Context: an optimization exercise on an open-source flow, tuned for small area, a short achievable clock period and few clock cycles per item. The choices shown serve that exercise and are no tape-out recipe.
Function was checked by simulation only, so behaviour that the tests miss may differ from the original.

Setup of the reference run:
==> flow/design.v <==
module sha256_core (
    input  wire         clk,
    input  wire         rst,
    input  wire         in_valid,
    output wire         in_ready,
    input  wire         in_first,
    input  wire [511:0] in_block,
    output reg          out_valid,
    output wire [255:0] out_digest
);
    localparam [255:0] IV = {32'h6a09e667, 32'hbb67ae85, 32'h3c6ef372, 32'ha54ff53a,
                             32'h510e527f, 32'h9b05688c, 32'h1f83d9ab, 32'h5be0cd19};
    reg  [5:0]   cnt;           
    reg          run;           
    reg          sv;            
    reg          nf;            
    reg          cf;            
    reg          rdy;
    reg          rst_r;         
    reg  [31:0]  r0, r1, r2, r3, r4, r5, r6, r7;    
    reg  [31:0]  a, b, c, e, f, g;
    reg  [31:0]  p, q;          
    reg  [31:0]  kw;            
    reg  [511:0] ws;            
    wire [63:0] cdec = 64'd1 << cnt;
    wire [31:0] kn;
    assign kn[ 0] = |(cdec & 64'h98b616ea7e8452af);
    assign kn[ 1] = |(cdec & 64'h3cfc429a2e6d9b05);
    assign kn[ 2] = |(cdec & 64'h11d358356a97bd33);
    assign kn[ 3] = |(cdec & 64'h4ed9849981be0945);
    assign kn[ 4] = |(cdec & 64'hf526650f94702d6c);
    assign kn[ 5] = |(cdec & 64'h3ce62b59a48c3d1a);
    assign kn[ 6] = |(cdec & 64'h3cf921853ff76e2d);
    assign kn[ 7] = |(cdec & 64'hfc661269473bdb7b);
    assign kn[ 8] = |(cdec & 64'h54a15317bf53ef8b);
    assign kn[ 9] = |(cdec & 64'h56f9098c578090f7);
    assign kn[10] = |(cdec & 64'hcc2798a3038d9720);
    assign kn[11] = |(cdec & 64'h6d3e857b663546e3);
    assign kn[12] = |(cdec & 64'h250312040a412eab);
    assign kn[13] = |(cdec & 64'h7dabb4e5b3166a41);
    assign kn[14] = |(cdec & 64'hadb1c6d512c0e6a7);
    assign kn[15] = |(cdec & 64'h145a655008bb2957);
    assign kn[16] = |(cdec & 64'hb2c08940eba561da);
    assign kn[17] = |(cdec & 64'hc660b5fcd940ecd4);
    assign kn[18] = |(cdec & 64'h86f4d241484a9e76);
    assign kn[19] = |(cdec & 64'h557d3bcfb266fe30);
    assign kn[20] = |(cdec & 64'hbc1e8ce2c2f8fd3e);
    assign kn[21] = |(cdec & 64'hb4a2e26b6cfc851a);
    assign kn[22] = |(cdec & 64'h3b092338162d180d);
    assign kn[23] = |(cdec & 64'h57da4c505c35fc8b);
    assign kn[24] = |(cdec & 64'h801546174a05b22f);
    assign kn[25] = |(cdec & 64'h70198b6ad62994b0);
    assign kn[26] = |(cdec & 64'h3b4b9a0dfe37c301);
    assign kn[27] = |(cdec & 64'h12bcc08182dd906e);
    assign kn[28] = |(cdec & 64'h94d6fc2a2b7016dd);
    assign kn[29] = |(cdec & 64'h98e710ccc3a6c527);
    assign kn[30] = |(cdec & 64'he0f81f0f0c38e64a);
    assign kn[31] = |(cdec & 64'h3f001ff00fc0f873);
    function [31:0] wj(input [511:0] v, input integer j);
        wj = v[511 - 32*j -: 32];
    endfunction
    function [31:0] hj(input [255:0] v, input integer j);
        hj = v[255 - 32*j -: 32];
    endfunction
    function [31:0] rotr(input [31:0] x, input integer n);
        rotr = (x >> n) | (x << (32 - n));
    endfunction
    reg last, pen, c61, strm, fin, lrun, ld;
    reg [3:0] widx;
    wire [31:0] s0_w  = rotr(wj(ws, 1), 7) ^ rotr(wj(ws, 1), 18) ^ (wj(ws, 1) >> 3);
    wire [31:0] s1_w  = rotr(wj(ws, 14), 17) ^ rotr(wj(ws, 14), 19) ^ (wj(ws, 14) >> 10);
    wire [31:0] w_new = wj(ws, 0) + s0_w + wj(ws, 9) + s1_w;
    wire [31:0] w_in  = in_block[511 - 32*widx -: 32];
    wire [31:0] w_sh  = strm ? w_in : w_new;
    wire [31:0] S1  = rotr(e, 6) ^ rotr(e, 11) ^ rotr(e, 25);
    wire [31:0] ch  = (e & f) ^ (~e & g);
    wire [31:0] S0  = rotr(a, 2) ^ rotr(a, 13) ^ rotr(a, 22);
    wire [31:0] mj  = (a & b) ^ (a & c) ^ (b & c);
    wire [31:0] ta  = p + S1 + ch + S0 + mj;
    wire [31:0] te  = q + S1 + ch;
    reg [31:0] iva, ive;
    always @* begin
        case ({c61, pen})
            2'b10:   begin iva = hj(IV, 3); ive = hj(IV, 7); end
            2'b01:   begin iva = hj(IV, 2); ive = hj(IV, 6); end
            default: begin iva = hj(IV, 1); ive = hj(IV, 5); end
        endcase
    end
    wire [31:0] sa  = ((cf & fin) ? iva : r0) + (a & {32{fin}});
    wire [31:0] se  = ((cf & fin) ? ive : r4) + (e & {32{fin}});
    wire [31:0] y0  = cf ? hj(IV, 0) : r2;
    wire [31:0] y4  = cf ? hj(IV, 4) : r6;
    wire [31:0] y7  = nf ? hj(IV, 7) : r2;
    wire [31:0] y3  = nf ? hj(IV, 3) : r6;
    wire [31:0] hh  = last ? y7 : g;
    wire [31:0] dd  = last ? y3 : c;
    wire [31:0] pn  = hh + kw + (pen ? y0 : 32'd0);
    wire [31:0] qn  = dd + hh + kw + (pen ? y4 : 32'd0);
    wire [31:0] kwn = kn + wj(ws, 1);                    
    always @(posedge clk) begin
        ws <= {ws[479:0], w_sh};
        p  <= pn;
        q  <= qn;
        kw <= kwn;
        a  <= ld ? (nf ? hj(IV, 0) : r1) : ta;
        e  <= ld ? (nf ? hj(IV, 4) : r5) : te;
        if (last) begin
            b <= nf ? hj(IV, 1) : sa;
            c <= nf ? hj(IV, 2) : r7;
            f <= nf ? hj(IV, 5) : se;
            g <= nf ? hj(IV, 6) : r3;
        end else begin
            b <= a; c <= b;
            f <= e; g <= f;
        end
        r0 <= lrun ? ta : r1;
        r1 <= r2; r2 <= r3; r3 <= se;
        r4 <= lrun ? te : r5;
        r5 <= r6; r6 <= r7; r7 <= sa;
    end
    always @(posedge clk)
        rst_r <= rst;
    always @(posedge clk) begin
        if (rst_r) begin
            cnt       <= 6'd47;
            last      <= 1'b0;
            pen       <= 1'b0;
            c61       <= 1'b0;
            strm      <= 1'b1;
            fin       <= 1'b0;
            lrun      <= 1'b0;
            ld        <= 1'b0;
            widx      <= 4'd0;
            run       <= 1'b0;
            sv        <= 1'b0;
            cf        <= 1'b0;
            rdy       <= 1'b0;
            out_valid <= 1'b0;
        end else begin
            cnt       <= cnt + 6'd1;
            last      <= (cnt == 6'd62);
            pen       <= (cnt == 6'd61);
            c61       <= (cnt == 6'd60);
            strm      <= (cnt >= 6'd46) && (cnt <= 6'd61);
            fin       <= run && (cnt >= 6'd60) && (cnt <= 6'd62);
            lrun      <= run && (cnt == 6'd62);
            ld        <= (cnt == 6'd62) && (in_first || !run);
            widx      <= cnt[3:0] + 4'd2;
            out_valid <= run & last;
            rdy       <= sv & (cnt == 6'd61);
            if (cnt == 6'd47) sv <= in_valid;
            if (pen && sv) nf <= in_first;
            if (last) begin
                run <= sv;
                sv  <= 1'b0;
                cf  <= sv & nf;
            end
        end
    end
    assign in_ready   = rdy;
    assign out_digest = {r0, r7, r6, r5, r4, r3, r2, r1};
endmodule
export LEC_CHECK = 0
export CAP_MARGIN = 20
export CORE_MARGIN = 2
export CORE_UTILIZATION = 40
export SLEW_MARGIN = 20
create_clock -name core_clock -period 15.0 [get_ports {clk}]
standard.sh (not shown) runs the stock make flow with config.mk's settings and CLKGATE_MAP_FILE= SYNTH_SCRIPT=/design/flow/synth_recipe.tcl, a recipe that flattens the netlist after the stock synthesis.
==> flow/flow/run.sh <==
#!/bin/bash
# Layout flow: the standard ORFS flow (standard.sh, unchanged, with
# the standard flow's config.mk and SDC), with two settings on make's command line:
#  - the port buffers that the flow puts on every input and output are
#    sky130_fd_sc_hd__buf_1 rather than the delay buffer it picks by default.
# make's full output goes to standard_flow.log here; ORFS keeps each step's
# log under orfs/logs.
set -euo pipefail
bash standard.sh SETUP_SLACK_MARGIN=10.5 "BUFFER_PORTS_ARGS=-buffer_cell sky130_fd_sc_hd__buf_1" > standard_flow.log 2>&1
Testbench counts of the reference run, summed over its fixed seeds: cycles 78,296, items 1,221.
#### Input delta (the trial run over the reference run)
-- flow/design.v --
<<< the reference run, line 23
    reg  [31:0]  kw;            
    reg  [511:0] ws;            
    wire [63:0] cdec = 64'd1 << cnt;
    wire [31:0] kn;
    assign kn[ 0] = |(cdec & 64'h98b616ea7e8452af);
    assign kn[ 1] = |(cdec & 64'h3cfc429a2e6d9b05);
    assign kn[ 2] = |(cdec & 64'h11d358356a97bd33);
    assign kn[ 3] = |(cdec & 64'h4ed9849981be0945);
    assign kn[ 4] = |(cdec & 64'hf526650f94702d6c);
    assign kn[ 5] = |(cdec & 64'h3ce62b59a48c3d1a);
    assign kn[ 6] = |(cdec & 64'h3cf921853ff76e2d);
    assign kn[ 7] = |(cdec & 64'hfc661269473bdb7b);
    assign kn[ 8] = |(cdec & 64'h54a15317bf53ef8b);
    assign kn[ 9] = |(cdec & 64'h56f9098c578090f7);
    assign kn[10] = |(cdec & 64'hcc2798a3038d9720);
    assign kn[11] = |(cdec & 64'h6d3e857b663546e3);
    assign kn[12] = |(cdec & 64'h250312040a412eab);
    assign kn[13] = |(cdec & 64'h7dabb4e5b3166a41);
    assign kn[14] = |(cdec & 64'hadb1c6d512c0e6a7);
    assign kn[15] = |(cdec & 64'h145a655008bb2957);
    assign kn[16] = |(cdec & 64'hb2c08940eba561da);
    assign kn[17] = |(cdec & 64'hc660b5fcd940ecd4);
    assign kn[18] = |(cdec & 64'h86f4d241484a9e76);
    assign kn[19] = |(cdec & 64'h557d3bcfb266fe30);
    assign kn[20] = |(cdec & 64'hbc1e8ce2c2f8fd3e);
    assign kn[21] = |(cdec & 64'hb4a2e26b6cfc851a);
    assign kn[22] = |(cdec & 64'h3b092338162d180d);
    assign kn[23] = |(cdec & 64'h57da4c505c35fc8b);
    assign kn[24] = |(cdec & 64'h801546174a05b22f);
    assign kn[25] = |(cdec & 64'h70198b6ad62994b0);
    assign kn[26] = |(cdec & 64'h3b4b9a0dfe37c301);
    assign kn[27] = |(cdec & 64'h12bcc08182dd906e);
    assign kn[28] = |(cdec & 64'h94d6fc2a2b7016dd);
    assign kn[29] = |(cdec & 64'h98e710ccc3a6c527);
    assign kn[30] = |(cdec & 64'he0f81f0f0c38e64a);
    assign kn[31] = |(cdec & 64'h3f001ff00fc0f873);
    function [31:0] wj(input [511:0] v, input integer j);
        wj = v[511 - 32*j -: 32];
>>> the trial run, line 23
    reg  [31:0]  kw;            
    reg  [511:0] ws;            
    reg [31:0] kn;
    always @* begin
        case (cnt)
            6'd0: kn = 32'hb5c0fbcf; 6'd1: kn = 32'he9b5dba5; 6'd2: kn = 32'h3956c25b; 6'd3: kn = 32'h59f111f1;
            6'd4: kn = 32'h923f82a4; 6'd5: kn = 32'hab1c5ed5; 6'd6: kn = 32'hd807aa98; 6'd7: kn = 32'h12835b01;
            6'd8: kn = 32'h243185be; 6'd9: kn = 32'h550c7dc3; 6'd10: kn = 32'h72be5d74; 6'd11: kn = 32'h80deb1fe;
            6'd12: kn = 32'h9bdc06a7; 6'd13: kn = 32'hc19bf174; 6'd14: kn = 32'he49b69c1; 6'd15: kn = 32'hefbe4786;
            6'd16: kn = 32'h0fc19dc6; 6'd17: kn = 32'h240ca1cc; 6'd18: kn = 32'h2de92c6f; 6'd19: kn = 32'h4a7484aa;
            6'd20: kn = 32'h5cb0a9dc; 6'd21: kn = 32'h76f988da; 6'd22: kn = 32'h983e5152; 6'd23: kn = 32'ha831c66d;
            6'd24: kn = 32'hb00327c8; 6'd25: kn = 32'hbf597fc7; 6'd26: kn = 32'hc6e00bf3; 6'd27: kn = 32'hd5a79147;
            6'd28: kn = 32'h06ca6351; 6'd29: kn = 32'h14292967; 6'd30: kn = 32'h27b70a85; 6'd31: kn = 32'h2e1b2138;
            6'd32: kn = 32'h4d2c6dfc; 6'd33: kn = 32'h53380d13; 6'd34: kn = 32'h650a7354; 6'd35: kn = 32'h766a0abb;
            6'd36: kn = 32'h81c2c92e; 6'd37: kn = 32'h92722c85; 6'd38: kn = 32'ha2bfe8a1; 6'd39: kn = 32'ha81a664b;
            6'd40: kn = 32'hc24b8b70; 6'd41: kn = 32'hc76c51a3; 6'd42: kn = 32'hd192e819; 6'd43: kn = 32'hd6990624;
            6'd44: kn = 32'hf40e3585; 6'd45: kn = 32'h106aa070; 6'd46: kn = 32'h19a4c116; 6'd47: kn = 32'h1e376c08;
            6'd48: kn = 32'h2748774c; 6'd49: kn = 32'h34b0bcb5; 6'd50: kn = 32'h391c0cb3; 6'd51: kn = 32'h4ed8aa4a;
            6'd52: kn = 32'h5b9cca4f; 6'd53: kn = 32'h682e6ff3; 6'd54: kn = 32'h748f82ee; 6'd55: kn = 32'h78a5636f;
            6'd56: kn = 32'h84c87814; 6'd57: kn = 32'h8cc70208; 6'd58: kn = 32'h90befffa; 6'd59: kn = 32'ha4506ceb;
            6'd60: kn = 32'hbef9a3f7; 6'd61: kn = 32'hc67178f2; 6'd62: kn = 32'h428a2f98; default: kn = 32'h71374491;
        endcase
    end
    function [31:0] wj(input [511:0] v, input integer j);
        wj = v[511 - 32*j -: 32];
## What came out
- Between the reference run and the trial run, the die area is higher for the trial run.
- Global-route wire length before repair delta (the trial run -> the reference run): insignificant
- Cell count: the trial run higher than the reference run
- Comparing the trial run with the reference run, the number of violations of the max-capacitance limit came out essentially unchanged.
- Higher number of placement rows among the reference run and the trial run: the trial run
- Delta (the trial run minus the reference run): synthesized flop and latch total went up, worst hold slack went up 0.012 ns, cell area grew by 0.44%.
- Looking at number of well taps across the reference run and the trial run, the one that comes out higher is the trial run.
Testbench counts of the trial run, summed over its fixed seeds: cycles 78,296, items 1,221.

## static timing again, ports no longer ideal
The results above use ideal ports. As a check the final layouts listed here were re-extracted and re-timed, cells and wires unchanged.
Step 1: set_driving_cell puts a clkbuf_16 on clk and a buf_2 on each other input, an assumption about the parent block.
Step 2 times the ports against the registers' clock, not the clock port: input delays grow and output delays shrink by t, the midpoint of the rising clock arrivals with the driver on.
Slacks: ideal / step 1 / step 2; pairs: ideal / step 1.
run | t (ns) | setup WS [ns] | worst setup path after step 2
the reference run | 0.805 | 10.194 / 10.194 / 9.756 | input to register
the trial run | 0.793 | 10.141 / 10.141 / 9.800 | input to register
After both steps setup and hold are still met in every run listed. The setup slack of the reference run, which loses most, moves by 0.000 ns with the drivers and by -0.438 ns with both steps.
